Context: an optimization exercise on an open-source flow, tuned for small area, a short achievable clock period and few clock cycles per item. The choices shown serve that exercise and are no tape-out recipe. The RTL was checked by simulation tests, not by an equivalence proof against the original design. Power is estimated from default activity; no workload was simulated.

==> design.v <==
module tcvt_lane (
    input  wire        clk,
    input  wire        s1_f32,
    input  wire        s1_isf,
    input  wire        s1_isr,
    input  wire [9:0]  s1_skrf,
    input  wire [9:0]  s1_skri,
    input  wire [9:0]  s1_sk2f,
    input  wire [9:0]  s1_sk2i,
    input  wire [9:0]  s1_sktf,
    input  wire [9:0]  s1_skti,
    input  wire [31:0] s1_x,
    input  wire [2:0]  s2_rm,
    input  wire        s3_isf,
    input  wire        s3_isr,
    input  wire        s3_isu,
    input  wire        s3_f32,
    input  wire        s3_big_inf_p,  
    input  wire        s3_big_inf_n,  
    output reg  [11:0] elem,
    output reg  [3:0]  flags       
);
    wire       sgn    = s1_x[31];
    wire [7:0] E      = s1_x[30:23];
    wire       e_zero = (E == 8'd0);
    wire       e_ones = &E;
    wire       f_nz   = |s1_x[22:0];
    wire is_nan  = s1_f32 & e_ones & f_nz;
    wire is_inf  = s1_f32 & e_ones & ~f_nz;
    wire is_zero = (s1_x[30:0] == 31'd0) & (s1_f32 | ~sgn);
    wire [2:0] cls = is_nan  ? {2'b11, ~s1_x[22]} :
                     is_inf  ? 3'b101 :
                     is_zero ? 3'b100 : 3'b000;
    wire m_one = &s1_x;
    wire ineg  = ~s1_f32 & sgn;
    wire inv   = ineg & ~m_one;
    wire [30:0] yi = {s1_x[30:1] ^ {30{sgn}}, (s1_x[0] ^ sgn) | m_one};
    wire [30:0] y  = s1_f32 ? {7'd0, ~e_zero, s1_x[22:0]} : yi;
    wire [15:0] lv1; wire [15:0] lp1;
    wire [7:0]  lv2; wire [15:0] lp2;
    wire [3:0]  lv3; wire [11:0] lp3;
    wire [1:0]  lv4; wire [7:0]  lp4;
    wire [31:0] yl = {1'b0, yi};
    genvar j;
    generate
        for (j = 0; j < 16; j = j + 1) begin : l1
            assign lv1[j] = yl[2*j+1] | yl[2*j];
            assign lp1[j] = yl[2*j+1];
        end
        for (j = 0; j < 8; j = j + 1) begin : l2
            assign lv2[j] = lv1[2*j+1] | lv1[2*j];
            assign lp2[2*j +: 2] = lv1[2*j+1] ? {1'b1, lp1[2*j+1]} : {1'b0, lp1[2*j]};
        end
        for (j = 0; j < 4; j = j + 1) begin : l3
            assign lv3[j] = lv2[2*j+1] | lv2[2*j];
            assign lp3[3*j +: 3] = lv2[2*j+1] ? {1'b1, lp2[4*j+2 +: 2]} : {1'b0, lp2[4*j +: 2]};
        end
        for (j = 0; j < 2; j = j + 1) begin : l4
            assign lv4[j] = lv3[2*j+1] | lv3[2*j];
            assign lp4[4*j +: 4] = lv3[2*j+1] ? {1'b1, lp3[6*j+3 +: 3]} : {1'b0, lp3[6*j +: 3]};
        end
    endgenerate
    wire [4:0] lz = lv4[1] ? {1'b1, lp4[7:4]} : {1'b0, lp4[3:0]};
    wire [31:0] z = {s1_x[31:24] & {8{~s1_f32}}, s1_x[23] | s1_f32, s1_x[22:0]};
    wire [15:0] tv1; wire [15:0] tp1;
    wire [7:0]  tv2; wire [15:0] tp2;
    wire [3:0]  tv3; wire [11:0] tp3;
    wire [1:0]  tv4; wire [7:0]  tp4;
    generate
        for (j = 0; j < 16; j = j + 1) begin : t1
            assign tv1[j] = z[2*j+1] | z[2*j];
            assign tp1[j] = ~z[2*j];
        end
        for (j = 0; j < 8; j = j + 1) begin : t2
            assign tv2[j] = tv1[2*j+1] | tv1[2*j];
            assign tp2[2*j +: 2] = tv1[2*j] ? {1'b0, tp1[2*j]} : {1'b1, tp1[2*j+1]};
        end
        for (j = 0; j < 4; j = j + 1) begin : t3
            assign tv3[j] = tv2[2*j+1] | tv2[2*j];
            assign tp3[3*j +: 3] = tv2[2*j] ? {1'b0, tp2[4*j +: 2]} : {1'b1, tp2[4*j+2 +: 2]};
        end
        for (j = 0; j < 2; j = j + 1) begin : t4
            assign tv4[j] = tv3[2*j+1] | tv3[2*j];
            assign tp4[4*j +: 4] = tv3[2*j] ? {1'b0, tp3[6*j +: 3]} : {1'b1, tp3[6*j+3 +: 3]};
        end
    endgenerate
    wire [4:0] tz = tv4[0] ? {1'b0, tp4[3:0]} : {1'b1, tp4[7:4]};
    wire [7:0] Ep  = {E[7:1], E[0] | e_zero};
    wire [10:0] d_f2, d_i2, d_ft, d_it;
    tcvt_add #(11) u_df2 (.a({s1_sk2f[9], s1_sk2f}), .b(~{3'd0, Ep}), .ci(1'b1), .s(d_f2));  
    tcvt_add #(11) u_di2 (.a({s1_sk2i[9], s1_sk2i}), .b(~{6'd0, lz}), .ci(1'b1), .s(d_i2));  
    tcvt_add #(11) u_dft (.a({3'd0, Ep}), .b(~{s1_sktf[9], s1_sktf}), .ci(1'b1), .s(d_ft));  
    tcvt_add #(11) u_dit (.a({6'd0, lz}), .b(~{s1_skti[9], s1_skti}), .ci(1'b1), .s(d_it));  
    wire h_le0   = s1_f32 ? ~d_f2[10] : ~d_i2[10];
    wire ovf_big = s1_f32 ? ~d_ft[10] : ~d_it[10];
    wire [4:0] hl  = s1_f32 ? (Ep[4:0] - s1_sk2f[4:0]) : (lz - s1_sk2i[4:0]);
    wire [4:0] ebp = h_le0 ? 5'd0 : hl;
    wire [9:0] r_f;
    tcvt_add #(10) u_rf (.a(s1_skrf), .b(~{2'b00, Ep}), .ci(1'b1), .s(r_f));
    wire [9:0] r_raw = s1_f32 ? r_f : s1_skri;
    wire [5:0] lr  = s1_f32 ? (s1_isr ? 6'd28 : 6'd26) : ({1'b0, lz} + (s1_isr ? 6'd5 : 6'd3));
    wire [9:0] r   = (s1_isf & ~h_le0) ? {4'd0, lr} : r_raw;
    wire tiny = s1_isf & h_le0;
    wire huge = ~h_le0;
    reg [30:0] a_y;
    reg [5:0]  a_r;
    reg        a_rz, a_sgn, a_inv, a_tf, a_ovf;
    reg [2:0]  a_cls;
    reg [4:0]  a_ebp;
    reg [4:0]  a_tz;
    always @(posedge clk) begin
        a_y   <= y;
        a_r   <= r[5:0];
        a_rz  <= r[9:6] != 4'd0;
        a_tz  <= tz;
        a_sgn <= sgn;
        a_inv <= inv;
        a_tf  <= s1_isf ? tiny : huge;
        a_ovf <= ovf_big;
        a_cls <= cls;
        a_ebp <= ebp;
    end
    wire [43:0] ext = {1'b0, a_y, {12{a_inv}}};
    wire [43:0] shr = ext >> a_r;
    wire [12:0] w   = a_rz ? 13'd0 : shr[12:0];
    wire a_st = a_rz | ({1'b0, a_tz} + 6'd13 <= {1'b0, a_r});
    wire c  = a_inv & ~a_st;
    wire g  = w[0] ^ c;
    wire cy = w[0] & c;
    wire inexact = g | a_st;
    reg inc;
    always @* begin
        case (s2_rm)
            3'd0:    inc = g & (a_st | w[1]);
            3'd2:    inc = a_sgn & inexact;
            3'd3:    inc = ~a_sgn & inexact;
            3'd4:    inc = g;
            default: inc = 1'b0;
        endcase
    end
    reg [11:0] b_ip;
    reg        b_incr, b_nx, b_sgn, b_tf, b_ovf;
    reg [2:0]  b_cls;
    reg [4:0]  b_ebp;
    always @(posedge clk) begin
        b_ip   <= w[12:1];
        b_incr <= cy | inc;
        b_nx   <= inexact;
        b_sgn  <= a_sgn;
        b_tf   <= a_tf;
        b_ovf  <= a_ovf;
        b_cls  <= a_cls;
        b_ebp  <= a_ebp;
    end
    wire neg_i = b_sgn & ~s3_isf;
    wire [11:0] af = s3_isr ? {1'b0, b_ebp[4:0], b_ip[5:0]} : {1'b0, b_ebp[2:0], b_ip[7:0]};
    wire [12:0] a  = s3_isf ? {1'b0, af} : ({1'b0, b_ip} ^ {13{neg_i}});
    wire [12:0] t  = a + {12'd0, b_incr ^ neg_i};
    wire mzero = (af == 12'd0) & ~b_incr;
    wire ovf   = b_ovf | (s3_isr ? (&t[10:6]) : t[11]);
    wire ip_hi = b_ip[11];
    wire ip_lo_nz = |b_ip[10:0];
    wire ip_lo_ones = &b_ip[10:0];
    wire below = b_sgn & (b_tf | (s3_isu ? (ip_hi | ip_lo_nz | b_incr) : (ip_hi & (ip_lo_nz | b_incr))));
    wire above = ~b_sgn & (b_tf | (s3_isu ? (ip_hi & ip_lo_ones & b_incr) : (ip_hi | (ip_lo_ones & b_incr))));
    wire [11:0] lo = s3_isu ? 12'h000 : 12'h800;
    wire [11:0] hi = s3_isu ? 12'hFFF : 12'h7FF;
    wire big_inf = b_sgn ? s3_big_inf_n : s3_big_inf_p;
    wire special = b_cls[2];
    wire c_nan   = b_cls[2] & b_cls[1];
    wire c_inf   = (b_cls == 3'b101);
    reg [11:0] e_n;
    reg [3:0]  f_n;
    always @* begin
        e_n = 12'h000;
        f_n = 4'd0;
        if (s3_isf) begin
            if (c_nan) begin
                e_n = s3_isr ? 12'h7E0 : 12'h800;
                f_n = {b_cls[0], 3'd0};
            end else if (c_inf) begin
                if (s3_isr) e_n = {b_sgn, 11'h7C0};
                else begin
                    e_n = {b_sgn, 11'h7FF};
                    f_n = 4'b0101;
                end
            end else if (special) begin
                e_n = {s3_isr & b_sgn, 11'd0};
            end else if (ovf) begin
                e_n = {b_sgn, s3_isr ? (big_inf ? 11'h7C0 : 11'h7BF) : 11'h7FF};
                f_n = 4'b0101;
            end else begin
                e_n = {b_sgn & (s3_isr | ~mzero), t[10:0]};
                f_n = {2'b00, b_nx & b_tf, b_nx};
            end
        end else begin
            if (c_nan) begin
                e_n = 12'h000;
                f_n = 4'b1000;
            end else if (c_inf) begin
                e_n = b_sgn ? lo : hi;
                f_n = 4'b1000;
            end else if (special) begin
                e_n = 12'h000;
            end else if (below) begin
                e_n = lo;
                f_n = {s3_f32, 3'd0};
            end else if (above) begin
                e_n = hi;
                f_n = {s3_f32, 3'd0};
            end else begin
                e_n = t[11:0];
                f_n = {3'd0, b_nx & s3_f32};
            end
        end
    end
    always @(posedge clk) begin
        elem  <= e_n;
        flags <= f_n;
    end
endmodule
module tcvt_add #(parameter W = 10) (
    input  wire [W-1:0] a,
    input  wire [W-1:0] b,
    input  wire         ci,
    output wire [W-1:0] s
);
    localparam L = (W < 16) ? 4 : 5;    
    wire [W:0] g [0:L];
    wire [W:0] p [0:L];
    assign g[0] = {a & b, ci};
    assign p[0] = {a ^ b, 1'b0};
    genvar k, i;
    generate
        for (k = 0; k < L; k = k + 1) begin : lvl
            for (i = 0; i <= W; i = i + 1) begin : bit_
                if (i >= (1 << k)) begin : mrg
                    assign g[k+1][i] = g[k][i] | (p[k][i] & g[k][i - (1 << k)]);
                    assign p[k+1][i] = p[k][i] & p[k][i - (1 << k)];
                end else begin : pas
                    assign g[k+1][i] = g[k][i];
                    assign p[k+1][i] = p[k][i];
                end
            end
        end
    endgenerate
    assign s = (a ^ b) ^ g[L][W-1:0];
endmodule
module tcvt_unit (
    input  wire         clk,
    input  wire         rst,         
    input  wire         in_valid,
    input  wire         in_src_f32,  
    input  wire [1:0]   in_dst_kind, 
    input  wire [6:0]   in_shift,    
    input  wire [2:0]   in_rm,       
    input  wire [127:0] in_acc,      
    output reg          out_valid,
    output wire [47:0]  out_elem,    
    output wire [19:0]  out_flags    
);
    reg         r_valid;
    reg         r_src_f32;
    reg [1:0]   r_dst_kind;
    reg [6:0]   r_shift;
    reg [2:0]   r_rm;
    reg [127:0] r_acc;
    always @(posedge clk) begin
        r_valid    <= ~rst & in_valid;
        r_src_f32  <= in_src_f32;
        r_dst_kind <= in_dst_kind;
        r_shift    <= in_shift;
        r_rm       <= in_rm;
        r_acc      <= in_acc;
    end
    wire isf = ~r_dst_kind[1];
    wire isr = (r_dst_kind == 2'd0);
    wire isu = (r_dst_kind == 2'd3);
    reg [9:0] krf, k2f, ktf, kri, k2i, kti;
    always @* begin
        case (r_dst_kind)
            2'd0:    begin krf = 10'd141; k2f = 10'd112; ktf = 10'd143;
                           kri = -10'd9;  k2i = -10'd15; kti = 10'd16; end
            2'd1:    begin krf = 10'd151; k2f = 10'd124; ktf = 10'd132;
                           kri = 10'd1;   k2i = -10'd3;  kti = 10'd5;  end
            default: begin krf = 10'd161; k2f = 10'd138; ktf = 10'd138;
                           kri = 10'd11;  k2i = 10'd11;  kti = 10'd11; end
        endcase
    end
    wire [9:0] s_ext = {{3{r_shift[6]}}, r_shift};
    wire [9:0] skrf, sk2f, sktf, skri, sk2i, skti;
    tcvt_add #(10) u_skrf (.a(s_ext), .b(krf), .ci(1'b0), .s(skrf));
    tcvt_add #(10) u_sk2f (.a(s_ext), .b(k2f), .ci(1'b0), .s(sk2f));
    tcvt_add #(10) u_sktf (.a(s_ext), .b(ktf), .ci(1'b0), .s(sktf));
    tcvt_add #(10) u_skri (.a(s_ext), .b(kri), .ci(1'b0), .s(skri));
    tcvt_add #(10) u_sk2i (.a(s_ext), .b(k2i), .ci(1'b0), .s(sk2i));
    tcvt_add #(10) u_skti (.a(s_ext), .b(kti), .ci(1'b0), .s(skti));
    reg       a_valid, b_valid;
    reg [2:0] a_rm;
    reg       a_f32, a_isf, a_isr, a_isu;
    reg       b_f32, b_isf, b_isr, b_isu, b_bip, b_bin;
    always @(posedge clk) begin
        a_valid   <= ~rst & r_valid;
        b_valid   <= ~rst & a_valid;
        out_valid <= ~rst & b_valid;
        a_rm  <= r_rm;
        a_f32 <= r_src_f32;
        a_isf <= isf;
        a_isr <= isr;
        a_isu <= isu;
        b_f32 <= a_f32;
        b_isf <= a_isf;
        b_isr <= a_isr;
        b_isu <= a_isu;
        b_bip <= (a_rm == 3'd0) | (a_rm == 3'd4) | (a_rm == 3'd3);
        b_bin <= (a_rm == 3'd0) | (a_rm == 3'd4) | (a_rm == 3'd2);
    end
    genvar l;
    generate
        for (l = 0; l < 4; l = l + 1) begin : lane
            wire [3:0] fl;
            tcvt_lane u_lane (
                .clk(clk),
                .s1_f32(r_src_f32), .s1_isf(isf), .s1_isr(isr),
                .s1_skrf(skrf), .s1_skri(skri), .s1_sk2f(sk2f), .s1_sk2i(sk2i),
                .s1_sktf(sktf), .s1_skti(skti), .s1_x(r_acc[32*l +: 32]),
                .s2_rm(a_rm),
                .s3_isf(b_isf), .s3_isr(b_isr), .s3_isu(b_isu), .s3_f32(b_f32),
                .s3_big_inf_p(b_bip), .s3_big_inf_n(b_bin),
                .elem(out_elem[12*l +: 12]), .flags(fl));
            assign out_flags[5*l +: 5] = {fl[3], 1'b0, fl[2:0]};
        end
    endgenerate
endmodule
==> run.sh <==
#!/bin/bash
# synth_recipe.tcl (not shown) runs the flow's synth.tcl, then flattens the netlist and writes it again
# the make line also repeats each setting of config.mk as NAME=value (left out here)
make -C /OpenROAD-flow-scripts/flow DESIGN_CONFIG=/design/flow/config.mk WORK_HOME=/design/flow/orfs CLKGATE_MAP_FILE= SYNTH_SCRIPT=/design/flow/synth_recipe.tcl finish
==> config.mk <==
export PLATFORM = sky130hd
export DESIGN_NAME = tcvt_unit
export DESIGN_NICKNAME = tcvt_unit
export VERILOG_FILES = /design/flow/design.v
export SDC_FILE = /design/flow/constraint.sdc
export NUM_CORES = 4
export LEC_CHECK = 0
export CAP_MARGIN = 20
export CORE_MARGIN = 2
export CORE_UTILIZATION = 40
export SLEW_MARGIN = 20
==> constraint.sdc <==
create_clock -name core_clock -period 18.0 [get_ports {clk}]
set_input_delay 3.6000 -clock core_clock [delete_from_list [all_inputs] [get_ports {clk}]]
set_output_delay 3.6000 -clock core_clock [all_outputs]
set_load 0.01 [all_outputs]
==> results by group, run 1 <==
STA
  • Part of the cycle the worst path needs: 0.313
  • Skew final: 0.0303 ns
  • Fmax: 0.178 GHz
  • Final min period: 5.63 ns
  • Slew Viols, Final: 0
  • Setup violators final: 0
  • Hold Worst Slack: 0.303 ns
  • Max_slew headroom: 0.232
  • Final number of hold-violating endpoints: 0
  • Final setup TNS: 0 ns
  • Unrepaired setup endpoints after global routing: false
  • Worst Tran Pin Value: about 1.1 ns

Setup path
  • Worst setup path startpoint: r_acc[15]
  • Critical path's largest stage delay: 0.61 ns
  • CP dominant cell by count: o21ai_0
  • Worst Path Required: around 19 ns
  • CP Depth: 21
  • Reg2Reg Capture Point: lane[0].u_lane.a_r[3]
  • Worst-path cell chain: or4_1, nor3_1, a31oi_1, o21ai_0, o21ai_1, a21oi_1, a2111oi_0, or4_1, a31oi_1, ha_1, o21a_1, o21a_1, o21ai_0, o21ai_0, a2111oi_2, o22ai_2, inv_1, ha_1, nand2_1, or3_1, o2111ai_1
  • Reg2Reg Depth: 21
  • Setup crit end kind: flop
  • Critical Path Sink: lane[0].u_lane.a_r[3]
  • Setup Crit Path Kind: flop to flop
  • Reg2Reg Launch Point: r_acc[15]
  • Buffers plus inverters on the worst setup path: 1
  • Worst Path Arrival: a little over 6 ns
  • Reg2reg setup slack: 12.37 ns
  • Cell family with most CP delay: compound AO/OA/AOI/OAI gates
  • CP Launch Type: flop
  • Worst path slowest cell: or4_1
  • CP Max Fanout: 16

Placed design
  • Post-DP HPWL: 85.2 mm
  • PortBufs: 208
  • Cell count after placement: 5,242
  • Routability-driven placement congestion ratio: between 0.9 and 1
  • Post-Place Cell Area: 0.0381 mm²

Final layout
  • Post-Layout Cell Count: 5,356
  • Filler cells: 8,545
  • P&R area growth vs syn: 13.9%
  • Final Cell Area: 0.0402 mm²
  • Seq. cell area: 0.0109 mm²
  • Fraction of layout cells with a size suffix above 1: 0.0838
  • Multi-input logic area: 0.0227 mm²
  • Nets: 4,557

Clocking
  • Clk sinks: 542
  • CTS tree: done
  • Root Buffer: clkbuf_16
  • Worst-path clk slew: 0.07 ns
  • Skew-Pair Late Insertion Delay: 0.66 ns
  • Post-CTS setup buffers: 0
  • Worst-case clock buffer depth: 3
  • H-tree depth: 2
  • TritonCTS Buffers: 61
  • Resize count post-CTS: 0
  • Hold buffers post-CTS: 0

Logic synthesis
  • Asr flop ratio synth: 0
  • Ys Warns: 4
  • Seq/Total Area, Yosys: 0.307
  • Seq cells post-synth: around 540
  • EDFF count, synth: 0
  • Syn avg cell area: 8.59 µm²
  • Ys flop type: dfxtp_1
  • Mapped Cells: 4,110
  • Mapped Area: 0.0353 mm²
  • Yosys cell types: 92

Status
  • Outcome: timing/DRC/antenna clean

Floorplan
  • # rows: 108
  • Die W: around 300 µm
  • Initial core utilization: 0.405
  • Die height: 301 µm
  • Top Ports: 213
  • Core box area: 0.0872 mm²
  • Total die area: about 0.09 mm²

Route
  • Vias: 30,455
  • Wire length per cell: 20.9 µm
  • Pre-antenna DRT Iters: 5
  • Routed wire length: 112 mm
  • Via-to-Cell Ratio: between 5 and 6
  • Post-route DRC: 0
  • Post-route ant nets: 0
  • DRT iter0 DRCs: 2,989

Pwr
  • Power Dens Cells: 118 mW/mm²
  • Internal power: 2.97 mW
  • Power share of the sequential group: 0.345
  • Clock share of power: 0.275
  • Combinational share of power: 0.380
  • Switching share of power: 0.372
  • Pleak: 16.0 nW
  • Max VDD drop: 0.0818 mV
  • Net switching power: 1.76 mW

GRT
  • Gr usage total: 0.240
  • Grt ovf: 0
  • Vias in the first global route: about 29,000
  • Initial antenna violation count: 7
  • Pin count of the biggest net entering global routing: 50
  • First-pass GRT wire length: 171 mm

Run
  • Max-cap violations: 0

Min path
  • Hold Crit Class: flop to flop
==> cell type report <==
class                      count  share of cell area
multi-input combinational   3106               0.564
sequential                   542               0.270
timing repair buffer         244              0.0585
clock buffer                  78              0.0418
tap                         1155              0.0359
inverter                     195              0.0182
clock inverter                35              0.0114
antenna                        1           0.0000622
==> registers in the layout (all words and copies together) (netlist names), 20 cells and up <==
register	cells
lane.u_lane.b_ebp	20
lane.u_lane.a_tz	20
r_acc	128
lane.u_lane.a_ebp	20
lane.u_lane.elem	48
lane.u_lane.a_r	24
lane.u_lane.b_ip	48
lane.u_lane.a_y	124
==> cells in the mapped netlist (all sizes together) (90+ instances only) <==
library cell  number  area, µm²
a21oi            322       1620
clkbuf           186        698
dfxtp            542      10900
ha               247       3090
inv              189        709
mux2i            124       1240
mux4              94       2120
nand2            261        980
nor2             370       1390
nor2b             90        563
nor3              97        485
o21ai            245       1240
xnor2            248       2170
==> worst min-delay path by stage <==
stage                                        from                       to  depth (start not counted)  slack (ns)
after floorplan                           r_rm[0]                  a_rm[0]                          0        0.31
after global placement                      a_f32                    b_f32                          0        0.31
after detailed placement  lane[3].u_lane.a_ebp[1]  lane[3].u_lane.b_ebp[1]                          0        0.31
after CTS                 lane[0].u_lane.a_ebp[1]  lane[0].u_lane.b_ebp[1]                          0        0.29
after global routing      lane[0].u_lane.a_ebp[2]  lane[0].u_lane.b_ebp[2]                          0        0.30
final                     lane[0].u_lane.a_ebp[1]  lane[0].u_lane.b_ebp[1]                          0        0.30
==> power groups by stage <==
stage | clock [mW] | sequential (mW) | combinational, mW
after detailed placement | 0 | 1.66 | 1.76
after global placement | 0 | 1.65 | 1.76
after floorplan | 0 | 1.54 | 1.32
after CTS | 1.34 | 1.63 | 1.77
final | 1.30 | 1.63 | 1.80
after global routing | 1.39 | 1.66 | 1.97
==> logic make-up after synthesis <==
logic type | count (synthesis) | synth area share
AND/OR/NAND/NOR | 1171 | 0.160
AO/OA/AOI/OAI | 1101 | 0.199
flip-flops | 542 | 0.307
buffers and inverters | 465 | 0.0512
XOR/XNOR | 293 | 0.0727
adder cells (fa/ha/maj) | 275 | 0.100
multiplexers | 262 | 0.109
other | 1 | 0.000106
==> per-layer routing <==
layer | global-route usage | wire, µm | share of wire | vias to the layer above
met4 | 0.0584 | 2700 | 0.024 | 2
li1 | - | - | - | 14844
met5 | 0 | 13 | 0.00012 | -
met3 | 0.0344 | 8230 | 0.074 | 167
met2 | 0.369 | 48300 | 0.43 | 1136
met1 | 0.353 | 52500 | 0.47 | 14306
==> metrics by stage <==
step	setup WS [ns]	utilization	total power [mW]
2_1_floorplan	13.06	-	2.86
3_3_place_gp	12.56	0.436	3.41
3_5_place_dp	12.50	0.437	3.42
4_1_cts	12.45	0.461	4.74
5_1_grt	11.95	0.461	5.01
6_report	12.37	0.461	4.73
==> layout by cell type, fill, tap and decap left out, drive strengths merged, types with 18 or more instances in the layout <==
cell           Yosys  layout
mux4              94      94
clkdlybuf4s50      0     208
o31ai             26      26
a21o              52      52
or4               25      25
xor2              45      45
nand4             42      42
nor2b             90      90
o21a              83      83
o22ai             48      48
buf               84      36
a21oi            322     322
nor2             370     370
mux2              44      44
xnor2            248     248
a211oi            62      62
or3               20      20
nand3             78      78
a31oi             45      45
nor3              97      97
nand2            261     261
clkbuf           186      78
and2              25      25
o211ai            25      25
o21ai            245     245
mux2i            124     124
nor4              31      31
clkinv             6      18
or2               27      27
dfxtp            542     542
nand2b            55      55
ha               247     247
inv              189     198
o21bai            27      27
Testbench counts, summed over its fixed seeds: cycles 64,024, items 64,000.
==> run 2: changes to the inputs <==
==> flow/run.sh (new file) <==
#!/bin/bash
set -e
export BUFFER_PORTS_ARGS="-buffer_cell sky130_fd_sc_hd__buf_2"
export SETUP_SLACK_MARGIN=13.8
bash standard.sh > standard.log 2>&1
==> standard.sh (new file) <==
#!/bin/bash
# synth_recipe.tcl (not shown) runs the flow's synth.tcl, then flattens the netlist and writes it again
# the make line also repeats each setting of config.mk as NAME=value (left out here)
make -C /OpenROAD-flow-scripts/flow DESIGN_CONFIG=/design/flow/config.mk WORK_HOME=/design/flow/orfs CLKGATE_MAP_FILE= SYNTH_SCRIPT=/design/flow/synth_recipe.tcl "${@:-finish}"
--- a/config.mk
+++ b/config.mk
@@ -10,2 +10,4 @@
 export CORE_UTILIZATION = 40
+export CTS_CLUSTER_DIAMETER = 100
+export CTS_CLUSTER_SIZE = 30
 export SLEW_MARGIN = 20
removed: run.sh
==> results by group, run 2 <==
Pwr
  • Max VDD drop: approximately 0.093 mV
  • Internal power: 2.59 mW
  • Clock share of power: 0.196
  • Power share of the sequential group: 0.378
  • Net switching power: 1.74 mW
  • Combinational share of power: 0.426
  • Switching share of power: 0.403
  • Power Dens Cells: 108 mW/mm²
  • Design Power: 4.33 mW
  • Pleak: roughly 16 nW

Floorplan
  • # rows: approximately 110
  • Die height: between 300 and 400 µm
  • Top Ports: 213
  • Total die area: 0.0907 mm²
  • Core box area: 0.0872 mm²
  • Initial core utilization: 0.405
  • Die W: approximately 300 µm

Setup path
  • Cell family with most CP delay: flip-flops
  • CP Launch Type: flop
  • Worst Path Arrival: 1.12 ns
  • CP Max Fanout: 1
  • Worst setup path startpoint: lane[0].u_lane.elem[11]
  • Critical path's largest stage delay: approximately 0.37 ns
  • Worst path slowest cell: dfxtp_2
  • Worst Path Required: between 10 and 15 ns
  • Buffers plus inverters on the worst setup path: 1
  • Reg2Reg Launch Point: r_acc[22]
  • Setup Crit Path Kind: flop to output pin
  • Setup crit end kind: output pin
  • Worst-path cell chain: buf_6

Route
  • DRT iter0 DRCs: 2,924
  • Routed wire length: 113 mm
  • Wire length per cell: 21.0 µm
  • Post-route ant nets: 0
  • Pre-antenna DRT Iters: 6
  • Post-route DRC: 0
  • Via-to-Cell Ratio: approximately 5.8
  • Vias: 31,021

Logic synthesis
  • Post-synth top area cell: dfxtp_1
  • Mapped Area: 0.0353 mm²
  • Syn avg cell area: 8.59 µm²
  • Yosys cell types: roughly 90
  • Commonest cells in the netlist: dfxtp_1 (542), nor2_1 (370), a21oi_1 (321)
  • Top post-synthesis cells by area: dfxtp_1 (31%), ha_1 (8.8%), xnor2_1 (6.2%)
  • Ys Warns: 4
  • Mapped Cells: 4,110
  • Count leader, synth: dfxtp_1
  • Top cell type's share of synthesized area: 0.307
  • Seq cells post-synth: 542
  • EDFF count, synth: 0
  • Ys flop type: dfxtp_1
  • Asr flop ratio synth: 0
  • Seq/Total Area, Yosys: 0.307

GRT
  • Vias in the first global route: between 20,000 and 30,000
  • Pin count of the biggest net entering global routing: 50
  • Grt ovf: 0
  • Initial antenna violation count: 3
  • Gr usage total: 0.239
  • First-pass GRT wire length: 171 mm

STA
  • Skew final: approximately 0.027 ns
  • Final number of hold-violating endpoints: 0
  • Setup violators final: 0
  • Hold Worst Slack: about 0.33 ns
  • Final min period: around 4.7 ns
  • Fmax: 0.212 GHz
  • Slew Viols, Final: 0
  • Worst Tran Pin Value: 1.24 ns
  • Final setup TNS: 0 ns
  • Part of the cycle the worst path needs: 0.262
  • Max_slew headroom: 0.164
  • Unrepaired setup endpoints after global routing: true

Min path
  • Hold Crit Class: flop to flop
  • Hold path start: a_isr

Final layout
  • Most flop-heavy register: r_acc
  • Most common cell after layout, fill and taps aside: dfxtp_1
  • Fraction of layout cells with a size suffix above 1: 0.188
  • P&R area growth vs syn: 14.0%
  • Biggest registers after layout: r_acc: 128 flops, lane.u_lane.a_y: 124 flops
  • Nets: between 4,000 and 5,000
  • Seq. cell area: ~0.011 mm²
  • Multi-input logic area: 0.0236 mm²
  • N_diodes: 0
  • Filler cells: 8,449
  • Number of flip-flops in the largest register: 128
  • Final Cell Area: 0.0403 mm²
  • Commonest non-fill, non-tap cells in the layout: dfxtp_1 (459), nor2_1 (361), a21oi_1 (308)

Clocking
  • Hold buffers post-CTS: 0
  • Worst-case clock buffer depth: 3
  • Root Buffer: clkbuf_16
  • Clk sinks: between 500 and 600
  • CTS tree: done
  • TritonCTS Buffers: 30
  • Worst-path clk slew: 0.10 ns
  • Skew-Pair Late Insertion Delay: between 0.6 and 0.7 ns
  • H-tree depth: 1

Placed design
  • Post-DP HPWL: 85.3 mm
  • PortBufs: 208
  • Routability-driven placement congestion ratio: approximately 0.94
  • Post-Place Cell Area: 0.0371 mm²

Status
  • Outcome: timing/DRC/antenna clean

Run
  • Max-cap violations: 0
run 2: cells by family after synthesis:
logic type      count (synthesis)  share of synthesized area
compound gates               1101                      0.199
fa+ha+maj                     275                      0.100
other cells                     1                   0.000106
simple gates                 1171                      0.160
mux                           262                      0.109
buf+inv                       465                     0.0512
flops                         542                      0.307
xor+xnor                      293                     0.0727
run 2: layer usage:
layer  global-route usage  share of wire
met2                0.360           0.43
met4               0.0719          0.032
met1                0.352           0.46
met5                    0        0.00016
met3               0.0324          0.073
run 2: worst paths after layout:
path / cells after the start / end / slack (ns)
setup / recovery: 1 / out_elem[11] / 13.28
hold / removal: 0 / b_isr / 0.33
setup reg to reg: 19 / lane[0].u_lane.a_r[2] / 13.44
hold reg to reg: 0 / b_isr / 0.33
run 2: timing repair:
| item | in CTS | in global routing |
|---|---|---|
| buffers inserted | 33 | 56 |
| pin swaps | 18 | 44 |
| setup endpoints to repair | 116 | 153 |
| gates resized for setup | 163 | 174 |
| gates cloned | 1 | 2 |
run 2: power by group through the flow:
| stage | clock network, mW | logic [mW] | registers, mW |
|---|---|---|---|
| 3_3_place_gp | 0 | 1.70 | 1.65 |
| 3_5_place_dp | 0 | 1.71 | 1.66 |
| 2_1_floorplan | 0 | 1.32 | 1.54 |
| 5_1_grt | 0.915 | 2.01 | 1.67 |
| 4_1_cts | 0.875 | 1.76 | 1.63 |
| 6_report | 0.848 | 1.84 | 1.64 |
run 2: metrics by stage:
step	worst slack (ns)	utilization	instances
4_1_cts	13.24	0.448	5325
3_3_place_gp	12.99	0.425	5240
3_5_place_dp	12.85	0.425	5240
2_1_floorplan	13.57	-	4113
6_report	13.28	0.462	5383
5_1_grt	13.24	0.462	5383
run 2: layout make-up:
class | count | area share
Multi-Input combinational cell | 3106 | 0.585
Tap cell | 1155 | 0.0359
Sequential cell | 542 | 0.273
Clock inverter | 19 | 0.00855
Inverter | 195 | 0.0189
Timing Repair Buffer | 334 | 0.0584
Clock buffer | 32 | 0.0196

[re-timing with driven ports]
Ports are ideal in the flow. The routed layouts listed here were re-timed in OpenROAD.
Step 1 sets driving cells, clkbuf_16 on the clock port and buf_2 on the other inputs (assumed; they add their load-dependent delay and slew).
Step 2 moves the port delays by t, midway between the first and last clock arrival at a register: inputs arrive t later, outputs are due t later. That takes back most of the time a late clock gives input paths.
Slacks: ideal / step 1 / step 2; pairs: ideal / step 1.
| run | t (ns) | setup WS [ns] | latest minus earliest clock arrival (ns) | pins driven straight from the clock port |
|---|---|---|---|---|
| run 1 | 0.712 | 12.373 / 12.373 / 12.373 | 0.032 / 0.033 | 1 |
| run 2 | 0.715 | 13.276 / 13.211 / 13.437 | 0.028 / 0.028 | 1 |
After both steps setup and hold are still met in every run listed.
